From an optimization exercise on the open Yosys and OpenROAD flow, aimed at small area, a short achievable clock period and few clock cycles per item; shortcuts taken in it are not production practice.
Where RTL was checked, it was by simulation tests only, not by an equivalence proof against the original.

==> flow/design.v (excerpt) <==
module pu24_alu (
    input  wire        clk,
    input  wire        rst,
    input  wire        in_valid,
    output wire        in_ready,
    input  wire [1:0]  in_op,
    input  wire [31:0] in_a,
    input  wire [31:0] in_b,
    output reg         out_valid,
    output reg  [31:0] out_word,
    output reg  [3:0]  out_res,
    output reg         out_div0
);
Size: about 5,500 cells after synthesis, about 470 flip-flops, about 50,000 sq um of cells after synthesis.
clock: 20.0 ns
lec_check: 0
abc_clock_period_in_ps: 5000
cap_margin: 20
core_margin: 2
core_utilization: 40
slew_margin: 20
standard.sh (not shown) runs the stock make flow with config.mk's settings and CLKGATE_MAP_FILE= SYNTH_SCRIPT=/design/flow/synth_recipe.tcl, a recipe that flattens the netlist after the stock synthesis.
==> flow/flow/run.sh <==
#!/bin/bash
# Layout flow: the standard ORFS flow (standard.sh, with the standard
# synthesis unchanged), with repair_timing asked to leave extra setup slack
# (SETUP_SLACK_MARGIN from flow/margin.txt) so that the layout is timed for
# a shorter period than the design's clock. The SDC is not changed.
set -euo pipefail
MARGIN=$(cat flow/margin.txt)
sed "s|\"\${@:-finish}\"|SETUP_SLACK_MARGIN=$MARGIN \"\${@:-finish}\"|" standard.sh > standard_margin.sh
bash standard_margin.sh > standard.log 2>&1
==> flow/flow/margin.txt <==
14
Testbench counts at the start, summed over its fixed seeds: cycles 8,833, items 4,800.
Then changed:
--- a/flow/design.v
+++ b/flow/design.v
@@ -45,12 +45,13 @@
     reg        d_run;
     reg [3:0]  d_cnt;
     reg        d_neg;
     reg [31:0] d_r;       
     reg [31:0] d_q;       
     reg [31:0] d_b;       
+    reg [33:0] d_b3;      
     reg        d_early;   
     reg        d_bz;
     reg        d_sg;      
     reg        d_zr;      
     wire        d_start = v0 & (op0 == OP_DIV);
     wire [31:0] a_mag = a0[31] ? (~a0 + 32'd1) : a0;
@@ -64,21 +65,19 @@
         begin
             lzc32 = 6'd32;
             for (i = 0; i < 32; i = i + 1)
                 if (v[i]) lzc32 = 6'd31 - i[5:0];
         end
     endfunction
-    wire [5:0]  s_la  = lzc32(a0 ^ {32{a0[31]}}) - {5'd0, a0[31]};
-    wire [5:0]  s_lb  = lzc32(b0 ^ {32{b0[31]}});
-    wire [6:0]  s_m   = 7'd6 + {1'b0, s_la} - {1'b0, s_lb};
+    wire [6:0]  s_m   = 7'd6 + {1'b0, lzc32(a_mag)} - {1'b0, lzc32(b_mag)};
     wire        s_q0  = ~s_m[6] & (s_m[5:0] >= 6'd32);    
     wire [3:0]  s_j   = s_m[6] ? 4'd0 : s_m[4:1];
     wire [63:0] s_w   = {7'd0, a_mag, 25'd0} << {s_j, 1'b0};
     wire        s_early = s_bz | s_ovf | s_q0;
     wire [33:0] st2;
-    pu24_r4step u_st1 (.r(d_r), .nb(d_q[31:30]), .b(d_b), .qr(st2));
+    pu24_r4step u_st1 (.r(d_r), .nb(d_q[31:30]), .b(d_b), .b3(d_b3), .qr(st2));
     wire [31:0] qn  = {d_q[29:0], st2[33:32]};
     wire        f_s    = f_x[71];
     wire        f_hov  = f_s ? ~(&f_x[70:55]) : (|f_x[70:55]);
     wire        f_c    = f_x[23] & (~f_s | f_st);
     wire [31:0] f_h    = f_x[55:24];
     wire        h_max  = (f_h == 32'h7FFF_FFFF);
@@ -128,12 +127,13 @@
         c1  <= mc;
         if (v1 && op1 != OP_MUL)
             acc <= x;
         if (d_start) begin
             d_neg <= a0[31] ^ b0[31];
             d_b   <= b_mag;
+            d_b3  <= {2'd0, b_mag} + {1'b0, b_mag, 1'b0};
             d_bz  <= s_bz;
             d_sg  <= s_bz ? a0[31] : (s_ovf & (a0[31] ^ b0[31]));
             d_zr  <= s_bz ? s_az : s_q0;
         end
         if (d_start) begin
             d_cnt <= s_j;
@@ -163,27 +163,22 @@
     end
 endmodule
 module pu24_r4step (
     input  wire [31:0] r,
     input  wire [1:0]  nb,
     input  wire [31:0] b,
+    input  wire [33:0] b3,
     output wire [33:0] qr
 );
     wire [33:0] r4 = {r, nb};
-    wire [33:0] m1 = ~{2'd0, b};
-    wire [33:0] m2 = ~{1'd0, b, 1'b0};
-    wire [33:0] t3s = r4 ^ m1 ^ m2;
-    wire [33:0] t3c = (r4 & m1) | (r4 & m2) | (m1 & m2);
     wire [31:0] d1, d2, d3;
     wire        ge1, ge2, ge3;
     wire [1:0]  u1, u2, u3;
     pu24_add34 u_s1 (.a(r4), .b(~{2'd0, b}),       .cin(1'b1), .s({u1, d1}), .cout(ge1));
     pu24_add34 u_s2 (.a(r4), .b(~{1'd0, b, 1'b0}), .cin(1'b1), .s({u2, d2}), .cout(ge2));
-    wire        k3;
-    pu24_add34 u_s3 (.a(t3s), .b({t3c[32:0], 1'b1}), .cin(1'b1), .s({u3, d3}), .cout(k3));
-    assign ge3 = k3 & t3c[33];
+    pu24_add34 u_s3 (.a(r4), .b(~b3),              .cin(1'b1), .s({u3, d3}), .cout(ge3));
     wire s3 = ge3;
     wire s2 = ge2 & ~ge3;
     wire s1 = ge1 & ~ge2;
     wire s0 = ~ge1;
     assign qr = {ge2, ge3 | s1,
                  ({32{s3}} & d3) | ({32{s2}} & d2) | ({32{s1}} & d1) | ({32{s0}} & r4[31:0])};
The new run produced a clean layout.
Sequential share of layout area is higher by 0.76 points.
Cell count rose by a few percent.
Hold slack gets worse by 0.024 ns.
Clock skew decreases by 0.012 ns.
Sequential cell count increases by 33.
Function not checked in the second run of this note: the RTL went through the layout flow alone.

* * *

Another version of the RTL of pu24_alu (not shown whole).
Size in the first run: ~410 flip-flops, ~110 I/O pins.
==> flow/design.v (excerpt) <==
module pu24_alu (
    input  wire        clk,
    input  wire        rst,
    input  wire        in_valid,
    output wire        in_ready,
    input  wire [1:0]  in_op,
    input  wire [31:0] in_a,
    input  wire [31:0] in_b,
    output reg         out_valid,
    output reg  [31:0] out_word,
    output reg  [3:0]  out_res,
    output reg         out_div0
);
    localparam OP_MUL  = 2'd0;
    localparam OP_MACS = 2'd1;
    localparam OP_MACA = 2'd2;
    localparam OP_DIV  = 2'd3;
    localparam [31:0] MAXW = 32'h7FFF_FFFF;
    localparam [31:0] MINW = 32'h8000_0001;
    function [5:0] lzc32;
        input [31:0] v;
        reg [15:0] v1; reg [15:0] c1;
        reg [7:0]  v2; reg [15:0] c2;
        reg [3:0]  v3; reg [11:0] c3;
        reg [1:0]  v4; reg [7:0]  c4;
        integer i;
        begin
            for (i = 0; i < 16; i = i + 1) begin
                v1[i] = v[2*i+1] | v[2*i];
                c1[i] = ~v[2*i+1];
            end
            for (i = 0; i < 8; i = i + 1) begin
                v2[i] = v1[2*i+1] | v1[2*i];
                c2[2*i+:2] = v1[2*i+1] ? {1'b0, c1[2*i+1]} : {1'b1, c1[2*i]};
            end
            for (i = 0; i < 4; i = i + 1) begin
                v3[i] = v2[2*i+1] | v2[2*i];
                c3[3*i+:3] = v2[2*i+1] ? {1'b0, c2[4*i+2+:2]} : {1'b1, c2[4*i+:2]};
            end
            for (i = 0; i < 2; i = i + 1) begin
                v4[i] = v3[2*i+1] | v3[2*i];
                c4[4*i+:4] = v3[2*i+1] ? {1'b0, c3[6*i+3+:3]} : {1'b1, c3[6*i+:3]};
            end
            lzc32 = (v4[1] | v4[0]) ? (v4[1] ? {2'b00, c4[7:4]} : {2'b01, c4[3:0]}) : 6'd32;
        end
    endfunction
    reg        rdy;
    reg        v0;
    reg [1:0]  op0;
    reg [31:0] a0;
    reg [31:0] b0;
    reg [15:0] b_one;     
    reg [15:0] b_two;
    reg [15:0] b_neg;
    reg [5:0]  a_rs;      
    reg [5:0]  b_rs;      
    assign in_ready = rdy;
    wire accept = in_valid & rdy;
  ...
export LEC_CHECK = 0
export ABC_CLOCK_PERIOD_IN_PS = 5000
export CAP_MARGIN = 20
export CORE_MARGIN = 2
export CORE_UTILIZATION = 45
export CTS_CLUSTER_DIAMETER = 100
export CTS_CLUSTER_SIZE = 25
export SLEW_MARGIN = 20
create_clock -name core_clock -period 20.0 [get_ports {clk}]
==> flow/flow/run.sh <==
#!/bin/bash
set -euo pipefail
MARGIN=$(cat flow/margin.txt)
DONT_USE=$(cat flow/dont_use.txt)
bash standard.sh synth > standard_synth.log 2>&1
sed "s|\"\${@:-finish}\"|SETUP_SLACK_MARGIN=$MARGIN \"DONT_USE_CELLS=$DONT_USE\" \"\${@:-finish}\"|" standard.sh > standard_margin.sh
bash standard_margin.sh > standard.log 2>&1
==> flow/flow/dont_use.txt <==
sky130_fd_sc_hd__probe_p_8 sky130_fd_sc_hd__probec_p_8 sky130_fd_sc_hd__lpflow_* sky130_fd_sc_hd__clkdlybuf4s* sky130_fd_sc_hd__dlygate* sky130_fd_sc_hd__dlymetal*
==> flow/flow/margin.txt <==
14.5
Testbench counts at the start, summed over its fixed seeds: cycles 8,833, items 4,800.
Change:
--- a/flow/design.v
+++ b/flow/design.v
@@ -39,26 +39,42 @@
             end
             for (i = 0; i < 2; i = i + 1) begin
                 v4[i] = v3[2*i+1] | v3[2*i];
                 c4[4*i+:4] = v3[2*i+1] ? {1'b0, c3[6*i+3+:3]} : {1'b1, c3[6*i+:3]};
             end
             lzc32 = (v4[1] | v4[0]) ? (v4[1] ? {2'b00, c4[7:4]} : {2'b01, c4[3:0]}) : 6'd32;
         end
     endfunction
+    function atmost1;
+        input [30:0] v;
+        reg [31:0] o1, o2;    
+        integer i, w;
+        begin
+            o1 = {1'b0, v};
+            o2 = 32'd0;
+            for (w = 1; w < 32; w = w * 2)
+                for (i = 0; i < 32; i = i + 2 * w) begin
+                    o2[i] = o2[i] | o2[i+w] | (o1[i] & o1[i+w]);
+                    o1[i] = o1[i] | o1[i+w];
+                end
+            atmost1 = ~o2[0];
+        end
+    endfunction
     reg        rdy;
     reg        v0;
     reg [1:0]  op0;
     reg [31:0] a0;
     reg [31:0] b0;
     reg [15:0] b_one;     
     reg [15:0] b_two;
     reg [15:0] b_neg;
     reg [5:0]  a_rs;      
     reg [5:0]  b_rs;      
+    reg        a_p2;      
     assign in_ready = rdy;
     wire accept = in_valid & rdy;
     wire [32:0] in_bx = {in_b, 1'b0};
     reg  [15:0] in_one, in_two, in_neg;
     integer k;
     always @* begin
         for (k = 0; k < 16; k = k + 1) begin
             in_one[k] = in_bx[2*k+1] ^ in_bx[2*k];
@@ -100,17 +116,17 @@
     reg        d_sg;      
     reg        d_zr;      
     wire        d_start = v0 & (op0 == OP_DIV);
     wire [31:0] a_mag = a0[31] ? (~a0 + 32'd1) : a0;
     wire [31:0] b_mag = b0[31] ? (~b0 + 32'd1) : b0;
     wire        s_bz  = (b0 == 32'd0);
     wire        s_az  = (a0 == 32'd0);
     wire        s_ovf = ({7'd0, a_mag[31:7]} >= b_mag);
-    wire [6:0]  s_m   = {1'b0, a_rs} + {6'd0, ~a0[31]} + 7'd5 - {1'b0, b_rs};
+    wire [6:0]  s_m   = {1'b0, a_rs} + {6'd0, ~a_p2} + 7'd5 - {1'b0, b_rs};
     wire        s_q0  = ~s_m[6] & (s_m[5:0] >= 6'd32);    
     wire [3:0]  s_j   = s_m[6] ? 4'd0 : s_m[4:1];
     wire [63:0] s_w   = {7'd0, a_mag, 25'd0} << {s_j, 1'b0};
     wire        s_early = s_bz | s_ovf | s_q0;
     wire [33:0] st2;
     pu24_r4step u_st1 (.r(d_r), .nb(d_q[31:30]), .b(d_b), .qr(st2));
     wire [31:0] qn  = {d_q[29:0], st2[33:32]};
     wire        f_s    = f_x[71];
@@ -170,16 +186,17 @@
         op0 <= in_op;
         a0  <= in_a;
         b0  <= in_b;
         b_one <= in_one;
         b_two <= in_two;
         b_neg <= in_neg;
         a_rs  <= lzc32({in_a[31:1] ^ in_a[30:0], 1'b1});
         b_rs  <= lzc32({in_b[31:1] ^ in_b[30:0], 1'b1});
+        a_p2  <= in_a[31] & atmost1(in_a[31:1] ^ in_a[30:0]);
         op1 <= op0;
         maca1 <= (op0 == OP_MACA);
         s1[71:64] <= ms[71:64];
         c1[71:32] <= mc[71:32];
         if (d_start) begin
             s1[63:0]  <= {s_w[31:0], s_w[63:32]};
             c1[31:0]  <= b_mag;
         end else if (v0) begin
Via count rose by a few percent.
Worst hold slack is worse by 0.0076 ns.
Non-clock buffer count fell by 13.
Clock skew rose by 0.0062 ns.
Die area rose slightly.
Testbench counts after the change, summed over its fixed seeds: cycles 8,737, items 4,800.

* * *

== MS ==
Another version of the RTL of pu24_alu (not shown whole).
Size: about 5500 cells after synthesis, roughly 500 flip-flops, about 110 I/O pins, ~0.051 mm2 of cells after synthesis.
==> module pu24_alu, before the edit <==
module pu24_alu (
    input  wire        clk,
    input  wire        rst,
    input  wire        in_valid,
    output wire        in_ready,
    input  wire [1:0]  in_op,
    input  wire [31:0] in_a,
    input  wire [31:0] in_b,
    output reg         out_valid,
    output reg  [31:0] out_word,
    output reg  [3:0]  out_res,
    output reg         out_div0
);
    localparam OP_MUL  = 2'd0;
    localparam OP_MACS = 2'd1;
    localparam OP_MACA = 2'd2;
    localparam OP_DIV  = 2'd3;
    localparam [31:0] MAXW = 32'h7FFF_FFFF;
    localparam [31:0] MINW = 32'h8000_0001;
    reg        rdy;
    reg        v0;
    reg [1:0]  op0;
    reg [31:0] a0;
    reg [31:0] b0;
    assign in_ready = rdy;
    wire accept = in_valid & rdy;
    wire [71:0] ms, mc;
    pu24_bmul u_mul (.a(a0), .b(b0), .s(ms), .c(mc));
    reg        v1;
    reg [1:0]  op1;
    reg [71:0] s1;
    reg [71:0] c1;
    reg  [71:0] acc;
    reg         acc_z;       
    wire [71:0] acc_sel = (op1 == OP_MACA && !acc_z) ? acc : 72'd0;
    wire [71:0] cs_s = acc_sel ^ s1 ^ c1;
    wire [71:0] cs_c = (acc_sel & s1) | (acc_sel & c1) | (s1 & c1);
    wire [71:0] x = cs_s + {cs_c[70:0], 1'b0};
    reg        f_v;
    reg [71:23] f_x;
    reg        f_st;
    reg        f_div0;
    reg        d_run;
    reg [3:0]  d_cnt;
    reg        d_neg;
    reg [31:0] d_r;       
    reg [31:0] d_q;       
    reg [31:0] d_b;       
    reg [33:0] d_b3;      
    reg        d_early;   
    reg        d_bz;
    reg        d_sg;      
    reg        d_zr;      
    wire        d_start = v0 & (op0 == OP_DIV);
    wire [31:0] a_mag = a0[31] ? (~a0 + 32'd1) : a0;
    wire [31:0] b_mag = b0[31] ? (~b0 + 32'd1) : b0;
    wire        s_bz  = (b0 == 32'd0);
    wire        s_az  = (a0 == 32'd0);
    wire        s_ovf = ({7'd0, a_mag[31:7]} >= b_mag);
    wire        s_early = s_bz | s_ovf;
    wire [33:0] st2;
    pu24_r4step u_st1 (.r(d_r), .nb(d_q[31:30]), .b(d_b), .b3(d_b3), .qr(st2));
    wire [31:0] qn  = {d_q[29:0], st2[33:32]};
    wire        f_s    = f_x[71];
    wire        f_hov  = f_s ? ~(&f_x[70:55]) : (|f_x[70:55]);
    wire        f_c    = f_x[23] & (~f_s | f_st);
    wire [31:0] f_h    = f_x[55:24];
    wire        h_max  = (f_h == 32'h7FFF_FFFF);
    wire        h_min  = (f_h == 32'h8000_0000);
    wire        h_ones = (f_h == 32'hFFFF_FFFF);
    wire        sat    = f_hov | (~f_s & h_max & f_c) | (f_s & h_min & ~f_c);
    wire [31:0] w      = f_h + {31'd0, f_c};
    wire [6:0] dsum = f_h[3:0]   + f_h[7:4]   + f_h[11:8]  + f_h[15:12]
                    + f_h[19:16] + f_h[23:20] + f_h[27:24] + f_h[31:28];
    wire [4:0] fd1 = dsum[6:4] + dsum[3:0];
    wire [3:0] fd2 = fd1[4] + fd1[3:0];
    wire [3:0] hm  = (fd2 == 4'd15) ? 4'd0 : fd2;
    wire [3:0] wm  = (h_ones & f_c) ? 4'd0 :
                     (f_c ? ((hm == 4'd14) ? 4'd0 : hm + 4'd1) : hm);
    always @(posedge clk) begin
        if (rst) begin
            rdy       <= 1'b1;
            v0        <= 1'b0;
            v1        <= 1'b0;
            f_v       <= 1'b0;
            out_valid <= 1'b0;
            acc_z     <= 1'b1;
            d_run     <= 1'b0;
            d_early   <= 1'b0;
        end else begin
            v0 <= accept;
            if (accept && in_op == OP_DIV)
                rdy <= 1'b0;
            else if ((d_start && s_early) || (d_run && d_cnt == 4'd13))
                rdy <= 1'b1;
            v1 <= v0 & (op0 != OP_DIV);
            if (v1 && op1 != OP_MUL)
                acc_z <= 1'b0;
            d_early <= d_start & s_early;
            if (d_start && !s_early)
                d_run <= 1'b1;
            else if (d_run && d_cnt == 4'd15)
                d_run <= 1'b0;
            f_v <= v1 | d_early | (d_run && d_cnt == 4'd15);
            out_valid <= f_v;
        end
        op0 <= in_op;
        a0  <= in_a;
        b0  <= in_b;
        op1 <= op0;
        s1  <= ms;
        c1  <= mc;
        if (v1 && op1 != OP_MUL)
            acc <= x;
        if (d_start) begin
            d_neg <= a0[31] ^ b0[31];
            d_b   <= b_mag;
            d_b3  <= {2'd0, b_mag} + {1'b0, b_mag, 1'b0};
            d_bz  <= s_bz;
            d_sg  <= s_bz ? a0[31] : (a0[31] ^ b0[31]);
            d_zr  <= s_bz & s_az;
        end
        if (d_start) begin
            d_cnt <= 4'd0;
            d_r   <= {7'd0, a_mag[31:7]};
            d_q   <= {a_mag[6:0], 25'd0};
        end else begin
            d_cnt <= d_cnt + 4'd1;
            d_r   <= st2[31:0];
            d_q   <= qn;
        end
        if (d_early) begin
            f_x    <= {d_sg, {16{~d_sg & ~d_zr}}, 32'd0};
            f_st   <= 1'b0;
            f_div0 <= d_bz;
        end else if (d_run) begin
            f_x    <= {{17{d_neg}}, qn[31:1] ^ {31{d_neg}}, qn[0] ^ d_neg};
            f_st   <= d_neg;
            f_div0 <= 1'b0;
        end else begin
            f_x    <= x[71:23];
            f_st   <= |x[22:0];
            f_div0 <= 1'b0;
        end
        out_word <= sat ? (f_s ? MINW : MAXW) : w;
        out_res  <= sat ? (f_s ? 4'd9 : 4'd7) : wm;
        out_div0 <= f_div0;
    end
endmodule
==> flow/config.mk <==
export PLATFORM = sky130hd
export DESIGN_NAME = pu24_alu
export DESIGN_NICKNAME = pu24_alu
export VERILOG_FILES = /design/flow/design.v
export SDC_FILE = /design/flow/constraint.sdc
export NUM_CORES = 4
export LEC_CHECK = 0
export ABC_CLOCK_PERIOD_IN_PS = 5000
export CAP_MARGIN = 20
export CORE_MARGIN = 2
export CORE_UTILIZATION = 40
export SLEW_MARGIN = 20
==> flow/constraint.sdc <==
create_clock -name core_clock -period 20.0 [get_ports {clk}]
set_input_delay 4.0000 -clock core_clock [delete_from_list [all_inputs] [get_ports {clk}]]
set_output_delay 4.0000 -clock core_clock [all_outputs]
set_load 0.01 [all_outputs]
==> flow/flow/run.sh <==
#!/bin/bash
# Layout flow: the standard ORFS flow (standard.sh, with the standard
# synthesis unchanged), with repair_timing asked to leave extra setup slack
# (SETUP_SLACK_MARGIN from flow/margin.txt) so that the layout is timed for
# a shorter period than the design's clock. The SDC is not changed.
set -euo pipefail
MARGIN=$(cat flow/margin.txt)
sed "s|\"\${@:-finish}\"|SETUP_SLACK_MARGIN=$MARGIN \"\${@:-finish}\"|" standard.sh > standard_margin.sh
bash standard_margin.sh > standard.log 2>&1
==> flow/flow/margin.txt <==
14
Here is what was changed in the inputs of AL compared with MS.
--- a/flow/design.v
+++ b/flow/design.v
@@ -40,9 +40,9 @@
     reg [71:23] f_x;
     reg        f_st;
     reg        f_div0;
     reg        d_run;
-    reg [3:0]  d_cnt;
+    reg [2:0]  d_cnt;
     reg        d_neg;
     reg [31:0] d_r;       
     reg [31:0] d_q;       
     reg [31:0] d_b;       
@@ -57,11 +57,12 @@
     wire        s_bz  = (b0 == 32'd0);
     wire        s_az  = (a0 == 32'd0);
     wire        s_ovf = ({7'd0, a_mag[31:7]} >= b_mag);
     wire        s_early = s_bz | s_ovf;
-    wire [33:0] st2;
-    pu24_r4step u_st1 (.r(d_r), .nb(d_q[31:30]), .b(d_b), .b3(d_b3), .qr(st2));
-    wire [31:0] qn  = {d_q[29:0], st2[33:32]};
+    wire [33:0] st1, st2;
+    pu24_r4step u_st1 (.r(d_r), .nb(d_q[31:30]), .b(d_b), .b3(d_b3), .qr(st1));
+    pu24_r4step u_st2 (.r(st1[31:0]), .nb(d_q[29:28]), .b(d_b), .b3(d_b3), .qr(st2));
+    wire [31:0] qn  = {d_q[27:0], st1[33:32], st2[33:32]};
     wire        f_s    = f_x[71];
     wire        f_hov  = f_s ? ~(&f_x[70:55]) : (|f_x[70:55]);
     wire        f_c    = f_x[23] & (~f_s | f_st);
     wire [31:0] f_h    = f_x[55:24];
@@ -90,19 +91,19 @@
         end else begin
             v0 <= accept;
             if (accept && in_op == OP_DIV)
                 rdy <= 1'b0;
-            else if ((d_start && s_early) || (d_run && d_cnt == 4'd13))
+            else if ((d_start && s_early) || (d_run && d_cnt == 3'd5))
                 rdy <= 1'b1;
             v1 <= v0 & (op0 != OP_DIV);
             if (v1 && op1 != OP_MUL)
                 acc_z <= 1'b0;
             d_early <= d_start & s_early;
             if (d_start && !s_early)
                 d_run <= 1'b1;
-            else if (d_run && d_cnt == 4'd15)
+            else if (d_run && d_cnt == 3'd7)
                 d_run <= 1'b0;
-            f_v <= v1 | d_early | (d_run && d_cnt == 4'd15);
+            f_v <= v1 | d_early | (d_run && d_cnt == 3'd7);
             out_valid <= f_v;
         end
         op0 <= in_op;
         a0  <= in_a;
@@ -120,13 +121,13 @@
             d_sg  <= s_bz ? a0[31] : (a0[31] ^ b0[31]);
             d_zr  <= s_bz & s_az;
         end
         if (d_start) begin
-            d_cnt <= 4'd0;
+            d_cnt <= 3'd0;
             d_r   <= {7'd0, a_mag[31:7]};
             d_q   <= {a_mag[6:0], 25'd0};
         end else begin
-            d_cnt <= d_cnt + 4'd1;
+            d_cnt <= d_cnt + 3'd1;
             d_r   <= st2[31:0];
             d_q   <= qn;
         end
         if (d_early) begin
==> summary.txt <==
Initial antenna violation count (higher): AL
Compared with MS, in AL final area increased 0.0078 mm2; number of max-capacitance violations reported essentially unchanged.
Area added between synthesis and finish was higher in AL than in MS.
Diff MS -> AL: count of filler cells inserted in the layout has increased; number of distinct standard cells referenced by the synthesized netlist climbed 25; met3 routed wirelength climbed 44%.
Function was not checked in any run of this note: the RTL went through the layout flow alone.

## afterwards: timing with drivers on the ports
How much do the figures lean on ideal ports? The routed layouts below were timed once more, with nothing changed but the port constraints.
Step 1, drivers: a clkbuf_16 drives clk and a buf_2 each remaining input, both assumed.
Step 2 adds t to the input delays and takes it off the output delays; t is the mean of the earliest and latest rising clock arrival at the registers after step 1. Input paths then give back, and output paths get back, about the clock's delay inside the block.
a / b / c = ideal ports / drivers / drivers and shift; a / b = the first two.
run	t (ns)	slack for setup (ns)	clock arrival spread, ns	cell pins on the clock port's net
the first run of note 1	0.739	13.859 / 13.859 / 13.859	0.058 / 0.058	1
the second run of note 1	0.758	13.515 / 13.515 / 13.515	0.045 / 0.045	1
the first run of note 2	0.724	14.600 / 14.600 / 14.064	0.033 / 0.032	1
the second run of note 2	0.718	14.479 / 14.518 / 13.800	0.039 / 0.039	1
MS	0.772	14.211 / 14.211 / 14.211	0.036 / 0.036	1
AL	0.761	13.358 / 13.358 / 13.358	0.063 / 0.064	1
After both steps every run listed still meets setup and hold. The setup slack of the second run of note 2, which loses most, moves by +0.039 ns with the drivers and by -0.679 ns with both steps.
